Source: an optimization exercise on an open RTL-to-GDS flow (aim: small area). Production flows keep margins and buffers that such runs may drop. Only simulation tests tie the RTL to the original design; equivalence was not proved.

### flow/run.sh
#!/bin/bash
# synth_recipe.tcl (not shown) runs the flow's synth.tcl, then flattens the netlist and writes it again
# the make line also repeats each setting of config.mk as NAME=value (left out here)
make -C /OpenROAD-flow-scripts/flow DESIGN_CONFIG=/design/flow/config.mk WORK_HOME=/design/flow/orfs CLKGATE_MAP_FILE= SYNTH_SCRIPT=/design/flow/synth_recipe.tcl finish
### flow/config.mk
export PLATFORM = sky130hd
export DESIGN_NAME = agdel_dat_rx
export DESIGN_NICKNAME = agdel_dat_rx
export VERILOG_FILES = /design/flow/design.v
export SDC_FILE = /design/flow/constraint.sdc
export NUM_CORES = 4
export LEC_CHECK = 0
export CAP_MARGIN = 20
export CORE_MARGIN = 2
export CORE_UTILIZATION = 30
export SLEW_MARGIN = 20
### flow/constraint.sdc
create_clock -name core_clock -period 7.0 [get_ports {clk}]
set_input_delay 1.4000 -clock core_clock [delete_from_list [all_inputs] [get_ports {clk}]]
set_output_delay 1.4000 -clock core_clock [all_outputs]
set_load 0.01 [all_outputs]
### flow/design.v
module agdel_lane_dec (
    input  wire [63:0] data_in,     
    input  wire [7:0]  check_in,    
    output wire [7:0]  syndrome,    
    output wire [63:0] data_out,    
    output wire        ce,          
    output wire        uc,          
    output wire [6:0]  ce_where     
);
    localparam [511:0] COLS = {
        8'h57, 8'h4f, 8'h3e, 8'h3d, 8'h3b, 8'h37, 8'h2f, 8'h1f,
        8'he0, 8'hd0, 8'hc8, 8'hc4, 8'hc2, 8'hc1, 8'hb0, 8'ha8,
        8'ha4, 8'ha2, 8'ha1, 8'h98, 8'h94, 8'h92, 8'h91, 8'h8c,
        8'h8a, 8'h89, 8'h86, 8'h85, 8'h83, 8'h70, 8'h68, 8'h64,
        8'h62, 8'h61, 8'h58, 8'h54, 8'h52, 8'h51, 8'h4c, 8'h4a,
        8'h49, 8'h46, 8'h45, 8'h43, 8'h38, 8'h34, 8'h32, 8'h31,
        8'h2c, 8'h2a, 8'h29, 8'h26, 8'h25, 8'h23, 8'h1c, 8'h1a,
        8'h19, 8'h16, 8'h15, 8'h13, 8'h0e, 8'h0d, 8'h0b, 8'h07
    };
    reg [7:0] recomputed;
    integer i, j;
    always @(*) begin
        recomputed = 8'h00;
        for (i = 0; i < 64; i = i + 1)
            if (data_in[i])
                recomputed = recomputed ^ COLS[8*i +: 8];
    end
    assign syndrome = check_in ^ recomputed;
    reg [63:0] hit;
    always @(*) begin
        for (i = 0; i < 64; i = i + 1)
            hit[i] = (syndrome == COLS[8*i +: 8]);
    end
    wire data_err  = |hit;
    wire check_err = ($countones(syndrome) == 1);
    assign data_out = data_in ^ hit;
    assign ce = data_err | check_err;
    assign uc = (syndrome != 8'h00) && !ce;
    reg [6:0] where;
    always @(*) begin
        where = 7'd0;
        for (i = 0; i < 64; i = i + 1)
            if (hit[i])
                where = {i[5], 1'b0, i[4:0]};
        for (j = 0; j < 8; j = j + 1)
            if (syndrome == (8'h01 << j))
                where = {j[2], 4'b1000, j[1:0]};
    end
    assign ce_where = where;
endmodule
/*verilator lint_off UNUSEDSIGNAL*/
module agdel_dat_rx (
    input  wire         clk,
    input  wire         rst,           
    input  wire [575:0] rx_data,       
    input  wire [71:0]  rx_check,      
    input  wire [1:0]   rx_frm0,       
    input  wire [1:0]   rx_frm1,       
    input  wire [8:0]   cnt_clr,       
    input  wire [3:0]   cnt_sel,       
    output reg          out_valid,     
    output reg          out_discard,   
    output reg          out_poison,    
    output reg          out_plane,     
    output reg          out_ce_frame,  
    output reg  [575:0] out_data,      
    output reg  [8:0]   out_ce,        
    output reg  [8:0]   out_uc,        
    output reg  [62:0]  out_ce_where,  
    output wire [15:0]  cnt_rd         
);
    wire [575:0] dec_data;
    wire [71:0]  syn;       
    wire [8:0]   ce, uc;
    wire [62:0]  where;
    genvar k;
    generate
        for (k = 0; k < 9; k = k + 1) begin : lane
            agdel_lane_dec u_dec (
                .data_in  (rx_data[64*k +: 64]),
                .check_in (rx_check[8*k +: 8]),
                .syndrome (syn[8*k +: 8]),
                .data_out (dec_data[64*k +: 64]),
                .ce       (ce[k]),
                .uc       (uc[k]),
                .ce_where (where[7*k +: 7])
            );
        end
    endgenerate
    wire ind_a = rx_frm0[0];
    wire ind_b = rx_frm0[1];
    wire ind_c = (syn[7:0] != 8'hFF);
    wire present = (ind_a & ind_b) | (ind_a & ind_c) | (ind_b & ind_c);
    wire frame_disagree = !((ind_a == ind_b) && (ind_b == ind_c));
    wire plane_disagree = present && (rx_frm1[0] != rx_frm1[1]);
    wire discard = present && uc[8];
    wire poison  = |uc[7:0];
    reg [575:0] flit_data;
    integer l;
    always @(*) begin
        for (l = 0; l < 9; l = l + 1)
            flit_data[64*l +: 64] = uc[l] ? rx_data[64*l +: 64] : dec_data[64*l +: 64];
    end
    always @(posedge clk) begin
        if (rst) begin
            out_valid    <= 1'b0;
            out_discard  <= 1'b0;
            out_poison   <= 1'b0;
            out_plane    <= 1'b0;
            out_ce_frame <= 1'b0;
            out_ce       <= 9'd0;
            out_uc       <= 9'd0;
            out_ce_where <= 63'd0;
        end else begin
            out_valid    <= present && !discard;
            out_discard  <= discard;
            out_poison   <= poison;
            out_plane    <= rx_frm1[0];
            out_ce_frame <= frame_disagree || plane_disagree;
            out_ce       <= present ? ce : 9'd0;
            out_uc       <= present ? uc : 9'd0;
            out_ce_where <= present ? where : 63'd0;
        end
        out_data <= flit_data;
    end
    wire [143:0] cnt;
    generate
        for (k = 0; k < 9; k = k + 1) begin : count
            reg [15:0] value;
            always @(posedge clk) begin
                if (rst || cnt_clr[k])
                    value <= 16'd0;
                else if (present && ce[k] && value != 16'hFFFF)
                    value <= value + 16'd1;
            end
            assign cnt[16*k +: 16] = value;
        end
    endgenerate
    assign cnt_rd = (cnt_sel < 4'd9) ? cnt[16*cnt_sel +: 16] : 16'd0;
endmodule
==> flow_summary_export.csv <==
group,metric,value,unit
critical_path,ff2ff_setup_slack,4.14,ns
floorplan,start_util,0.302,
clock_tree,cts_sinks,806,
global_route,grt_pass1_vias,55900,
critical_path,crit_arrival,7.30,ns
detailed_routing,num_vias,56400,
cells_and_area,final_cells,10800,
timing,rsz0062_at_grt,"no",
detailed_routing,dr.pass1.iters,6,
clock_tree,insertion_delay,0.76,ns
clock_tree,cts_resized,0,
detailed_routing,postRouteAntennaNets,0,
cells_and_area,multiInputGateArea,38400,um^2
floorplan,row_count,158,
timing,tightest_slew,0.999,ns
detailed_routing,wl,278,mm
cells_and_area,seq_area,16100,um^2
floorplan,die_w,436,um
floorplan,dieArea,190000,um^2
detailed_routing,drc,0,
yosys,ys_warn_count,2,
yosys,syn-cell-area,56000,um^2
yosys,ys_seq_area_frac,0.288,
timing,fin_skew,0.0287,ns
floorplan,die_h,436,um
yosys,synthArstFlopShare,0,
critical_path,path_cells,"clkdlybuf4s50_1 -> buf_4 -> xor2_1 -> xnor3_1 -> xnor3_2 -> xnor2_2 -> xnor2_2 -> inv_2 -> ha_1 -> fa_1 -> ha_1 -> a21o_1 -> fa_1 -> nor2_1 -> o21ai_0 -> nand4_1 -> nor4_4 -> buf_12 -> a311oi_4 -> and2_0 -> a21oi_1 -> a31o_2",
timing,setup_ws,0.350,ns
cells_and_area,final_layout_size_suffix_gt1_frac,0.120,
hold_path,min_path_type,"flop to flop",
yosys,ys.flop_type,"dfxtp_1",
run,drv_cap,0,
placed_design,hpwlAfterDp,227,mm
yosys,synthCells,6382,
detailed_routing,wl_per_cell,25.7,um
detailed_routing,first_iter_violations,4909,
clock_tree,htreeDepth,3,
critical_path,cp_slowest_cell,"xnor3_1",
critical_path,worstPathRequired,7.65,ns
cells_and_area,final_nets,9000,
critical_path,slowest_delay,0.52,ns
timing,finalSetupTns,0,ns
clock_tree,clockBufferDepth,3,
clock_tree,ctsRootBufferMaster,"clkbuf_16",
global_route,grt_pass1_wl,396,mm
placed_design,globalplace.congestion,1.00,
critical_path,crit_type,"input port to flop",
global_route,grt_overflow,0,
yosys,syn_area_per_cell,8.78,um^2
outcome,status,"no timing/DRC/antenna violations",
placed_design,dp_slack,-0.335,ns
global_route,grt_start_max_net_pins,40,
cells_and_area,final_util,0.433,
yosys,synth_cell_types,108,
timing,post-route-min-period,6.65,ns
yosys,synth_seq_cells,806,
global_route,grt_usage,0.279,
timing,min_period_over_period,0.950,
timing,drv_slew,0,
yosys,synth_fp_nets,7154,
cells_and_area,postLayoutCellArea,80300,um^2
floorplan,pin_count,1345,
floorplan,core,185000,um^2
clock_tree,cts_buffers,102,
cells_and_area,num-fill-cells,18400,
critical_path,cp-end-kind,"flop",
timing,slew_headroom,0.329,
global_route,antenna_found_initial,37,
clock_tree,cts_tree,"yes",
yosys,synth-edff-count,0,
critical_path,path_max_fanout,6,
timing,finalSetupViolCount,0,
timing,hold_viol,0,
clock_tree,postCtsHoldBufs,0,
critical_path,start_kind,"input port",
clock_tree,post_cts_buffers,0,
detailed_routing,viasPerCell,5.21,
timing,clock.fmax,0.150,GHz
cells_and_area,area_growth,43.2,%
placed_design,portBuffers,1344,
placed_design,dp.cells,10600,
timing,hold_ws,0.513,ns
clock_tree,clk_pin_slew,0.06,ns
placed_design,dpl-instance-area,76700,um^2
worst max-delay path: cells and delay by family:
| kind | cells | cell delay (ns) |
|---|---|---|
| simple gates | 4 | 0.75 |
| xor+xnor | 5 | 1.60 |
| compound gates | 5 | 1.09 |
| fa+ha+maj | 4 | 1.56 |
| buf+inv | 4 | 0.87 |
sequential cells by signal (all words and copies together), names as in the netlist:
name and flops:
out_ce 9, out_plane 1, out_poison 1, out_ce_where 63
out_uc 9, out_data 576, out_discard 1, count.value 144
out_ce_frame 1, out_valid 1
synthesized netlist by cell type (31+ instances only):
library cell	n	area, um^2
xnor3_1	192	4320
xnor2_1	947	8290
a31oi_1	63	394
mux2i_1	48	480
a211oi_1	38	285
inv_1	95	357
o22ai_1	43	269
nand4_1	92	576
nor3_1	198	991
clkbuf_1	189	709
buf_1	47	176
or3_1	47	294
o31ai_1	36	270
o21ai_0	208	1040
buf_2	46	230
mux4_2	33	743
nor2_1	871	3270
and3_1	64	400
o32ai_1	32	280
nand3_1	254	1270
and2_1	31	194
xor2_1	723	6330
ha_1	82	1030
a21oi_1	225	1130
nand2_1	463	1740
dfxtp_1	806	16100
nor4_1	33	206
metal layers:
metal | GRT usage | up-vias | share of wire | routed length (um)
met5 | 0 | - | 0.000068 | 19
li1 | - | 25700 | - | -
met3 | 0.0462 | 514 | 0.072 | 20000
met1 | 0.341 | 27300 | 0.39 | 109000
met4 | 0.127 | 2 | 0.050 | 14000
met2 | 0.477 | 2825 | 0.48 | 135000
cells by family after synthesis:
group,count (synthesis),share of synthesized area
simple gates,2167,0.176
mux,84,0.0224
compound gates,922,0.109
flops,806,0.288
buf+inv,406,0.0291
fa+ha+maj,105,0.0265
xor+xnor,1892,0.349
path summary, 6_finish.rpt:
kind,depth (start not counted),to,start
worst min-delay path,2,count[5].value[11],count[5].value[11]
worst max register to register,11,count[2].value[8],count[2].value[3]
worst max-delay path,22,count[3].value[11],rx_data[255]
worst min register to register,2,count[5].value[11],count[5].value[11]
layout by cell type (no fill, tap or decap), types with 31 or more instances in the layout:
cell,count
nand4_1,92
a31oi_1,62
nor4_1,33
and2_1,31
nor3_1,198
ha_1,82
or3_1,47
a21oi_1,225
o21ai_0,208
dfxtp_1,806
xor2_1,720
nand3_1,254
o22ai_1,43
a211oi_1,38
clkdlybuf4s50_1,1343
xnor3_1,192
clkbuf_16,104
nand2_1,463
inv_1,95
and3_1,64
buf_4,686
mux2i_1,48
xnor2_1,945
nor2_1,870
o31ai_1,36
o32ai_1,32
mux4_2,33
cell type report:
class,count,area share
flip-flops and latches,806,0.201
diodes,29,0.000904
clock inverters,49,0.00681
well taps,2480,0.0387
inverters,113,0.00529
repair buffers,2035,0.233
clock buffers,137,0.0362
multi-input cells,5170,0.478

==> separate check: timing with driven ports <==
The results above use ideal ports. As a check the final layout listed here was re-extracted and re-timed, cells and wires unchanged. Step 1: set_driving_cell puts a clkbuf_16 on clk and a buf_2 on each other input, an assumption about the parent block. Step 2 also shifts input and output timing later by t, the mid clock arrival at the registers, as if the neighbouring blocks saw the same clock. Slacks: ideal ports / drivers / drivers and shift; pairs: ideal ports / drivers.
shift t [ns]: 0.825
slack for setup (ns): 0.350 / 0.411 / -0.414
worst setup path after step 2: input to register
With both steps, setup timing fails in this run, where it was met with ideal ports. The setup slack of this run moves by +0.061 ns with the drivers and by -0.764 ns with both steps.
